From an optimization exercise on the open Yosys and OpenROAD flow, aimed at small area, a short achievable clock period and few clock cycles per item; shortcuts taken in it are not production practice. Where RTL was checked, it was by simulation tests only, not by an equivalence proof against the original.

==> job 360 <==
==> flow/design.v <==
module chard_lane (
    input  wire        clk,
    input  wire        rst,
    input  wire        cmd_valid,
    output wire        cmd_ready,
    input  wire        cmd_slot,       
    input  wire [63:0] cmd_seed,
    input  wire [63:0] cmd_index,      
    input  wire [15:0] cmd_epoch,      
    input  wire [9:0]  cmd_stream,     
    input  wire [15:0] cmd_op,         
    input  wire [63:0] cmd_pos,        
    input  wire [15:0] cmd_count,      
    output wire        out_valid,
    input  wire        out_ready,
    output wire [31:0] out_word,
    output wire [63:0] out_hash,       
    output wire        out_last,       
    output wire        out_wrap,       
    output wire        tbl_en,
    output wire [9:0]  tbl_addr_a,
    output wire [9:0]  tbl_addr_b,
    input  wire [31:0] tbl_data_a,
    input  wire [31:0] tbl_data_b
);
    localparam RPS = 1;                
    localparam NS  = 8 / RPS;          
    localparam J5  = 5 / RPS;          
    localparam [31:0] K6 = 32'h9E37_79B9;
    localparam [31:0] K7 = 32'h7F4A_7C15;
    wire adv = out_ready | ~out_valid;
    reg         pending;               
    reg         ready_r;               
    reg         g_busy;
    reg         g_slot;
    reg         g_first;
    reg  [63:0] g_pos;
    reg  [15:0] g_left;
    assign cmd_ready = ready_r;
    reg         g_last;                
    reg         g_wrap;                
    wire        g_c48 = &g_pos[47:0];
    wire [63:0] g_next_pos = {g_pos[63:48] + {15'd0, g_c48 & ~g_slot},
                              g_pos[47:0] + 48'd1};
    wire take    = cmd_valid & ready_r;
    wire abort   = pending & ~cmd_valid;             
    wire vacc    = cmd_valid & ~pending & (~g_busy | (adv & g_last));
    wire        v  [0:NS+2];           
    wire        f  [0:NS+2];           
    wire        sp [0:NS+2];           
    wire        l  [0:NS+2];           
    wire        w  [0:NS+2];           
    assign v[0]  = g_busy;
    assign f[0]  = g_first;
    assign sp[0] = pending;
    assign l[0]  = g_last;
    assign w[0]  = g_wrap;
    wire keys_in = (J5 == 0) ? vacc : (adv & v[J5-1] & f[J5-1] & sp[J5-1]);
    always @(posedge clk) begin
        if (rst) begin
            pending <= 1'b0;
            ready_r <= 1'b0;
            g_busy  <= 1'b0;
        end else begin
            if (take | abort) begin
                pending <= 1'b0;
                ready_r <= 1'b0;
            end else begin
                if (vacc)
                    pending <= 1'b1;
                if (keys_in)
                    ready_r <= 1'b1;
            end
            if (abort)
                g_busy <= 1'b0;
            else if (vacc)
                g_busy <= 1'b1;
            else if (g_busy & adv & g_last)
                g_busy <= 1'b0;
        end
    end
    wire g_load = ~g_busy | g_last;
    always @(posedge clk) begin
        if (~g_busy | adv) begin
            g_slot  <= g_load ? cmd_slot : g_slot;
            g_first <= g_load;
            g_pos   <= g_load ? cmd_pos : g_next_pos;
            g_left  <= g_load ? cmd_count : g_left - 16'd1;
            g_last  <= g_load ? (cmd_count == 16'd1) : (g_left == 16'd2);
            g_wrap  <= g_load ? 1'b0 : (g_slot & g_c48);
        end
    end
    reg  [31:0] kb0, kb1, kb2, kb3;
    reg  [25:0] kb4;                   
    reg  [15:0] kb5;                   
    reg         kb5s;                  
    wire [31:0] k4 = {kb4[25:10], 6'd0, kb4[9:0]};
    wire [31:0] k5 = {6'd0, kb5s, ~kb5s, 8'h00, kb5};
    function kload;
        input integer i;
        begin
            if (i / RPS == 0) kload = ~g_busy | (adv & g_last);
            else kload = adv & v[i/RPS-1] & f[i/RPS-1] & sp[i/RPS-1];
        end
    endfunction
    always @(posedge clk) begin
        if (kload(0)) kb0 <= cmd_seed[31:0];
        if (kload(1)) kb1 <= cmd_seed[63:32];
        if (kload(2)) kb2 <= cmd_slot ? 32'd0 : cmd_index[31:0];
        if (kload(3)) kb3 <= cmd_slot ? 32'd0 : cmd_index[63:32];
        if (kload(4)) kb4 <= cmd_slot ? 26'd0 : {cmd_epoch, cmd_stream};
        if (kload(5)) begin
            kb5  <= cmd_slot ? 16'd0 : cmd_op;
            kb5s <= cmd_slot;
        end
    end
    function [31:0] key_of;
        input integer i;
        begin
            case (i)
                0: key_of = kb0;
                1: key_of = kb1;
                2: key_of = kb2;
                3: key_of = kb3;
                4: key_of = k4;
                5: key_of = k5;
                6: key_of = K6;
                default: key_of = K7;
            endcase
        end
    endfunction
    function [31:0] add32;
        input [31:0] x, y;
        reg   [31:0] p, g, pp, gg;
        integer i, d;
        begin
            p  = x ^ y;
            g  = x & y;
            pp = p;
            gg = g;
            for (d = 1; d < 32; d = d * 2)
                for (i = 2 * d - 1; i < 32; i = i + 2 * d) begin
                    gg[i] = gg[i] | (pp[i] & gg[i-d]);
                    pp[i] = pp[i] & pp[i-d];
                end
            for (d = 8; d >= 1; d = d / 2)
                for (i = 3 * d - 1; i < 32; i = i + 2 * d) begin
                    gg[i] = gg[i] | (pp[i] & gg[i-d]);
                    pp[i] = pp[i] & pp[i-d];
                end
            add32 = p ^ {gg[30:0], 1'b0};
        end
    endfunction
    function [63:0] round;
        input [31:0] a, b, k;
        reg   [31:0] s;
        begin
            s     = add32({a[7:0], a[31:8]}, b);
            round = {s ^ k, s ^ ({b[28:0], b[31:29]} ^ k)};
        end
    endfunction
    wire [31:0] sa [0:NS];             
    wire [31:0] sb [0:NS];
    assign sa[0] = g_pos[63:32];
    assign sb[0] = g_pos[31:0];
    genvar gs, gr;
    generate
        for (gs = 1; gs <= NS; gs = gs + 1) begin : st
            reg  [31:0] ra, rb;
            reg         rv, rf, rsp, rl, rw;
            wire [63:0] h [0:RPS];
            assign h[0] = {sa[gs-1], sb[gs-1]};
            for (gr = 0; gr < RPS; gr = gr + 1) begin : rn
                assign h[gr+1] = round(h[gr][63:32], h[gr][31:0],
                                       key_of((gs - 1) * RPS + gr));
            end
            always @(posedge clk) begin
                if (rst)
                    rv <= 1'b0;
                else if (adv)          
                    rv <= v[gs-1] & ~(abort & sp[gs-1]);
                else if (abort & rsp)
                    rv <= 1'b0;
                if (take)
                    rsp <= 1'b0;
                else if (adv)
                    rsp <= sp[gs-1];
            end
            always @(posedge clk)
                if (adv) begin
                    ra <= h[RPS][63:32];
                    rb <= h[RPS][31:0];
                    rf <= f[gs-1];
                    rl <= l[gs-1];
                    rw <= w[gs-1];
                end
            assign sa[gs] = ra;
            assign sb[gs] = rb;
            assign v[gs]  = rv;
            assign f[gs]  = rf;
            assign sp[gs] = rsp;
            assign l[gs]  = rl;
            assign w[gs]  = rw;
        end
    endgenerate
    reg  [31:0] t_a, t_b;
    reg  [31:0] o_word;
    reg  [63:0] o_hash;
    reg         t_v, t_l, t_w, o_v, o_l, o_w;
    assign tbl_en     = adv & v[NS];
    assign tbl_addr_a = sb[NS][9:0];
    assign tbl_addr_b = sb[NS][19:10];
    wire [63:0] tb_dbl = {tbl_data_b, tbl_data_b} << t_b[24:20];
    always @(posedge clk) begin
        if (rst) begin
            t_v <= 1'b0;
            o_v <= 1'b0;
        end else if (adv) begin
            t_v <= v[NS];
            o_v <= t_v;
        end
    end
    always @(posedge clk)
        if (adv) begin
            t_a    <= sa[NS];
            t_b    <= sb[NS];
            t_l    <= l[NS];
            t_w    <= w[NS];
            o_word <= tbl_data_a ^ tb_dbl[63:32] ^ t_a;
            o_hash <= {t_a, t_b};
            o_l    <= t_l;
            o_w    <= t_w;
        end
    assign out_valid = o_v;
    assign out_word  = o_word;
    assign out_hash  = o_hash;
    assign out_last  = o_l;
    assign out_wrap  = o_w;
endmodule
==> flow/flow/run.sh <==
#!/bin/bash
# The standard layout (standard.sh), with two synthesis changes that touch
# only the combinational mapping (registers are mapped exactly as in the
# standard synthesis, before either step):
#  - abc maps with a delay target (flow/abc_speed.script) in place of the
#    stock speed script;
#  - no full/half-adder extraction (ADDER_MAP_FILE empty), so abc sees the
#    adders as plain logic.
# Everything else is ORFS's own scripts, unchanged.
set -euo pipefail
here=$(pwd)
rm -rf "$here/scripts"
cp -r "$FLOW_HOME/scripts" "$here/scripts"
cp "$here/flow/abc_speed.script" "$here/scripts/abc_speed.script"
export SCRIPTS_DIR="$here/scripts"
export ADDER_MAP_FILE=
export BUFFER_PORTS_ARGS="-buffer_cell sky130_fd_sc_hd__buf_1"
bash "$here/standard.sh" > "$here/standard.log" 2>&1
==> flow/flow/abc_speed.script <==
strash
dch -f
map -D 1400
buffer -c
topo
stime -c
upsize -c
dnsize -c
==> flow/standard.sh <==
#!/bin/bash
# synth_recipe.tcl (not shown) runs the flow's synth.tcl, then flattens the netlist and writes it again
# the make line also repeats each setting of config.mk as NAME=value (left out here)
make -C /OpenROAD-flow-scripts/flow DESIGN_CONFIG=/design/flow/config.mk WORK_HOME=/design/flow/orfs CLKGATE_MAP_FILE= SYNTH_SCRIPT=/design/flow/synth_recipe.tcl "${@:-finish}"
==> flow/config.mk <==
export PLATFORM = sky130hd
export DESIGN_NAME = chard_lane
export DESIGN_NICKNAME = chard_lane
export VERILOG_FILES = /design/flow/design.v
export SDC_FILE = /design/flow/constraint.sdc
export NUM_CORES = 4
export LEC_CHECK = 0
export CAP_MARGIN = 30
export CORE_MARGIN = 2
export CORE_UTILIZATION = 40
export CTS_CLUSTER_DIAMETER = 80
export CTS_CLUSTER_SIZE = 20
export SETUP_SLACK_MARGIN = 2.3
export SLEW_MARGIN = 30
export TNS_END_PERCENT = 5
==> flow/constraint.sdc <==
create_clock -name core_clock -period 5.0 [get_ports {clk}]
set_input_delay 1.0000 -clock core_clock [delete_from_list [all_inputs] [get_ports {clk}]]
set_output_delay 1.0000 -clock core_clock [all_outputs]
set_load 0.01 [all_outputs]
==> inputs of job 9320, as changes to job 360 <==
--- a/flow/design.v
+++ b/flow/design.v
@@ -24,5 +24,5 @@
     input  wire [31:0] tbl_data_b
 );
-    localparam RPS = 1;                
+    localparam RPS = 2;                
     localparam NS  = 8 / RPS;          
     localparam J5  = 5 / RPS;          
@@ -38,9 +38,8 @@
     reg  [15:0] g_left;
     assign cmd_ready = ready_r;
-    reg         g_last;                
-    reg         g_wrap;                
-    wire        g_c48 = &g_pos[47:0];
-    wire [63:0] g_next_pos = {g_pos[63:48] + {15'd0, g_c48 & ~g_slot},
-                              g_pos[47:0] + 48'd1};
+    wire g_last  = (g_left == 16'd1);
+    wire g_wrap  = g_slot & ~g_first & (g_pos[47:0] == 48'd0);
+    wire [63:0] g_next_pos = g_slot ? {g_pos[63:48], g_pos[47:0] + 48'd1}
+                                    : g_pos + 64'd1;
     wire take    = cmd_valid & ready_r;
     wire abort   = pending & ~cmd_valid;             
@@ -80,13 +79,14 @@
         end
     end
-    wire g_load = ~g_busy | g_last;
-    always @(posedge clk) begin
-        if (~g_busy | adv) begin
-            g_slot  <= g_load ? cmd_slot : g_slot;
-            g_first <= g_load;
-            g_pos   <= g_load ? cmd_pos : g_next_pos;
-            g_left  <= g_load ? cmd_count : g_left - 16'd1;
-            g_last  <= g_load ? (cmd_count == 16'd1) : (g_left == 16'd2);
-            g_wrap  <= g_load ? 1'b0 : (g_slot & g_c48);
+    always @(posedge clk) begin
+        if (vacc) begin
+            g_slot  <= cmd_slot;
+            g_first <= 1'b1;
+            g_pos   <= cmd_pos;
+            g_left  <= cmd_count;
+        end else if (g_busy & adv) begin
+            g_first <= 1'b0;
+            g_pos   <= g_next_pos;
+            g_left  <= g_left - 16'd1;
         end
     end
@@ -100,5 +100,5 @@
         input integer i;
         begin
-            if (i / RPS == 0) kload = ~g_busy | (adv & g_last);
+            if (i / RPS == 0) kload = vacc;
             else kload = adv & v[i/RPS-1] & f[i/RPS-1] & sp[i/RPS-1];
         end
@@ -130,31 +130,9 @@
         end
     endfunction
-    function [31:0] add32;
-        input [31:0] x, y;
-        reg   [31:0] p, g, pp, gg;
-        integer i, d;
-        begin
-            p  = x ^ y;
-            g  = x & y;
-            pp = p;
-            gg = g;
-            for (d = 1; d < 32; d = d * 2)
-                for (i = 2 * d - 1; i < 32; i = i + 2 * d) begin
-                    gg[i] = gg[i] | (pp[i] & gg[i-d]);
-                    pp[i] = pp[i] & pp[i-d];
-                end
-            for (d = 8; d >= 1; d = d / 2)
-                for (i = 3 * d - 1; i < 32; i = i + 2 * d) begin
-                    gg[i] = gg[i] | (pp[i] & gg[i-d]);
-                    pp[i] = pp[i] & pp[i-d];
-                end
-            add32 = p ^ {gg[30:0], 1'b0};
-        end
-    endfunction
     function [63:0] round;
         input [31:0] a, b, k;
         reg   [31:0] s;
         begin
-            s     = add32({a[7:0], a[31:8]}, b);
+            s     = {a[7:0], a[31:8]} + b;
             round = {s ^ k, s ^ ({b[28:0], b[31:29]} ^ k)};
         end
==> flow/run.sh (new file) <==
#!/bin/bash
# synth_recipe.tcl (not shown) runs the flow's synth.tcl, then flattens the netlist and writes it again
# the make line also repeats each setting of config.mk as NAME=value (left out here)
make -C /OpenROAD-flow-scripts/flow DESIGN_CONFIG=/design/flow/config.mk WORK_HOME=/design/flow/orfs CLKGATE_MAP_FILE= SYNTH_SCRIPT=/design/flow/synth_recipe.tcl finish
Settings changed: ABC_CLOCK_PERIOD_IN_PS set to 2500, CAP_MARGIN 30 to 20, CTS_CLUSTER_DIAMETER 80 to unset, CTS_CLUSTER_SIZE 20 to unset, SETUP_SLACK_MARGIN 2.3 to 2.5, SLEW_MARGIN 30 to 20, TNS_END_PERCENT 5 to unset.
removed: flow/flow/run.sh
removed: flow/flow/abc_speed.script
removed: flow/standard.sh
==> inputs of job 6394, as changes to job 360 <==
--- a/flow/design.v
+++ b/flow/design.v
@@ -38,9 +38,8 @@
     reg  [15:0] g_left;
     assign cmd_ready = ready_r;
-    reg         g_last;                
-    reg         g_wrap;                
-    wire        g_c48 = &g_pos[47:0];
-    wire [63:0] g_next_pos = {g_pos[63:48] + {15'd0, g_c48 & ~g_slot},
-                              g_pos[47:0] + 48'd1};
+    wire g_last  = (g_left == 16'd1);
+    wire g_wrap  = g_slot & ~g_first & (g_pos[47:0] == 48'd0);
+    wire [63:0] g_next_pos = g_slot ? {g_pos[63:48], g_pos[47:0] + 48'd1}
+                                    : g_pos + 64'd1;
     wire take    = cmd_valid & ready_r;
     wire abort   = pending & ~cmd_valid;             
@@ -80,13 +79,14 @@
         end
     end
-    wire g_load = ~g_busy | g_last;
-    always @(posedge clk) begin
-        if (~g_busy | adv) begin
-            g_slot  <= g_load ? cmd_slot : g_slot;
-            g_first <= g_load;
-            g_pos   <= g_load ? cmd_pos : g_next_pos;
-            g_left  <= g_load ? cmd_count : g_left - 16'd1;
-            g_last  <= g_load ? (cmd_count == 16'd1) : (g_left == 16'd2);
-            g_wrap  <= g_load ? 1'b0 : (g_slot & g_c48);
+    always @(posedge clk) begin
+        if (vacc) begin
+            g_slot  <= cmd_slot;
+            g_first <= 1'b1;
+            g_pos   <= cmd_pos;
+            g_left  <= cmd_count;
+        end else if (g_busy & adv) begin
+            g_first <= 1'b0;
+            g_pos   <= g_next_pos;
+            g_left  <= g_left - 16'd1;
         end
     end
@@ -100,5 +100,5 @@
         input integer i;
         begin
-            if (i / RPS == 0) kload = ~g_busy | (adv & g_last);
+            if (i / RPS == 0) kload = vacc;
             else kload = adv & v[i/RPS-1] & f[i/RPS-1] & sp[i/RPS-1];
         end
@@ -130,31 +130,9 @@
         end
     endfunction
-    function [31:0] add32;
-        input [31:0] x, y;
-        reg   [31:0] p, g, pp, gg;
-        integer i, d;
-        begin
-            p  = x ^ y;
-            g  = x & y;
-            pp = p;
-            gg = g;
-            for (d = 1; d < 32; d = d * 2)
-                for (i = 2 * d - 1; i < 32; i = i + 2 * d) begin
-                    gg[i] = gg[i] | (pp[i] & gg[i-d]);
-                    pp[i] = pp[i] & pp[i-d];
-                end
-            for (d = 8; d >= 1; d = d / 2)
-                for (i = 3 * d - 1; i < 32; i = i + 2 * d) begin
-                    gg[i] = gg[i] | (pp[i] & gg[i-d]);
-                    pp[i] = pp[i] & pp[i-d];
-                end
-            add32 = p ^ {gg[30:0], 1'b0};
-        end
-    endfunction
     function [63:0] round;
         input [31:0] a, b, k;
         reg   [31:0] s;
         begin
-            s     = add32({a[7:0], a[31:8]}, b);
+            s     = {a[7:0], a[31:8]} + b;
             round = {s ^ k, s ^ ({b[28:0], b[31:29]} ^ k)};
         end
Settings changed: CTS_CLUSTER_DIAMETER 80 to unset, CTS_CLUSTER_SIZE 20 to unset, SETUP_SLACK_MARGIN 2.3 to 2.1, TNS_END_PERCENT 5 to unset.
==> summary.md <==
| Metric | Value |
|---|---|
| Non-clk invs | `~560` |
| Status | `finished clean` |
| Setup crit end | `g_pos[54]` |
| Post-Syn Area | `around 0.052 mm²` |
| Num rows | `132` |
| Worst Tran Pin Value | `about 0.96 ns` |
| Die height | `364.2 µm` |
| Critical Path Source | `g_pos[2]` |
| P&R area growth vs syn | `15.18%` |
| Avg WL per Cell | `19.38 µm` |
| Hold WS | `0.4095 ns` |
| Max frequency | `~360 MHz` |
| Fill cells | `12,250` |
(the above is from job 360)
==> summary.md <==
| Metric | Value |
|---|---|
| P&R area growth vs syn | `15.34%` |
| Status | `finished clean` |
| Hold WS | `0.4124 ns` |
| Num rows | `roughly 140` |
| Setup crit end | `tbl_en` |
| Avg WL per Cell | `21.52 µm` |
| Critical Path Source | `out_ready` |
(the above is from job 6394)
==> summary.md <==
| Metric | Value |
|---|---|
| Setup ws final | `-0.1609 ns` |
| Num rows | `120` |
| Fail Reasons | `negative setup slack` |
| Post-Syn Area | `0.04338 mm²` |
| Non-clk invs | `107` |
| P&R area growth vs syn | `42.04%` |
| Status | `complete, but fails checks` |
| Hold WS | `0.4139 ns` |
| Max frequency | `just under 200 MHz` |
| Fill cells | `around 8,900` |
| Critical Path Source | `st[1].rb[0]` |
| Setup Viol. Count Final | `3` |
| Setup crit end | `st[2].rb[31]` |
(the above is from job 9320)
Testbench counts of job 360, summed over its fixed seeds: cycles 24,293, items 23,934.
Testbench counts of job 6394, summed over its fixed seeds: cycles 24,293, items 23,934.
Function not checked in job 9320: the RTL went through the layout flow alone.

## re-timing with driven ports
Ports are ideal in the flow. The routed layouts listed here were re-timed in OpenROAD.
Step 1 (the two cells are an assumption about what drives the block):
set clk [get_ports {clk}]
set_driving_cell -lib_cell sky130_fd_sc_hd__clkbuf_16 $clk
set_driving_cell -lib_cell sky130_fd_sc_hd__buf_2 [delete_from_list [all_inputs] $clk]
Step 2 times the ports against the registers' clock, not the clock port: input delays grow and output delays shrink by t, the midpoint of the rising clock arrivals with the driver on.
Slacks: ideal / step 1 / step 2; pairs: ideal / step 1.
| run | t (ns) | slack for setup (ns) | hold slack, ns | worst data-port slew with drivers (ns) | pins driven straight from the clock port |
|---|---|---|---|---|---|
| job 360 | 0.750 | 2.220 / 2.220 / 1.619 | 0.410 / 0.410 / 0.410 | 0.12 | 1 |
| job 9320 | 0.711 | -0.161 / -0.161 / -0.161 | 0.414 / 0.414 / 0.414 | 0.13 | 1 |
| job 6394 | 0.799 | 2.130 / 2.104 / 1.555 | 0.412 / 0.373 / 0.412 | 0.16 | 1 |
The setup slack of job 360, which loses most, moves by 0.000 ns with the drivers and by -0.601 ns with both steps.
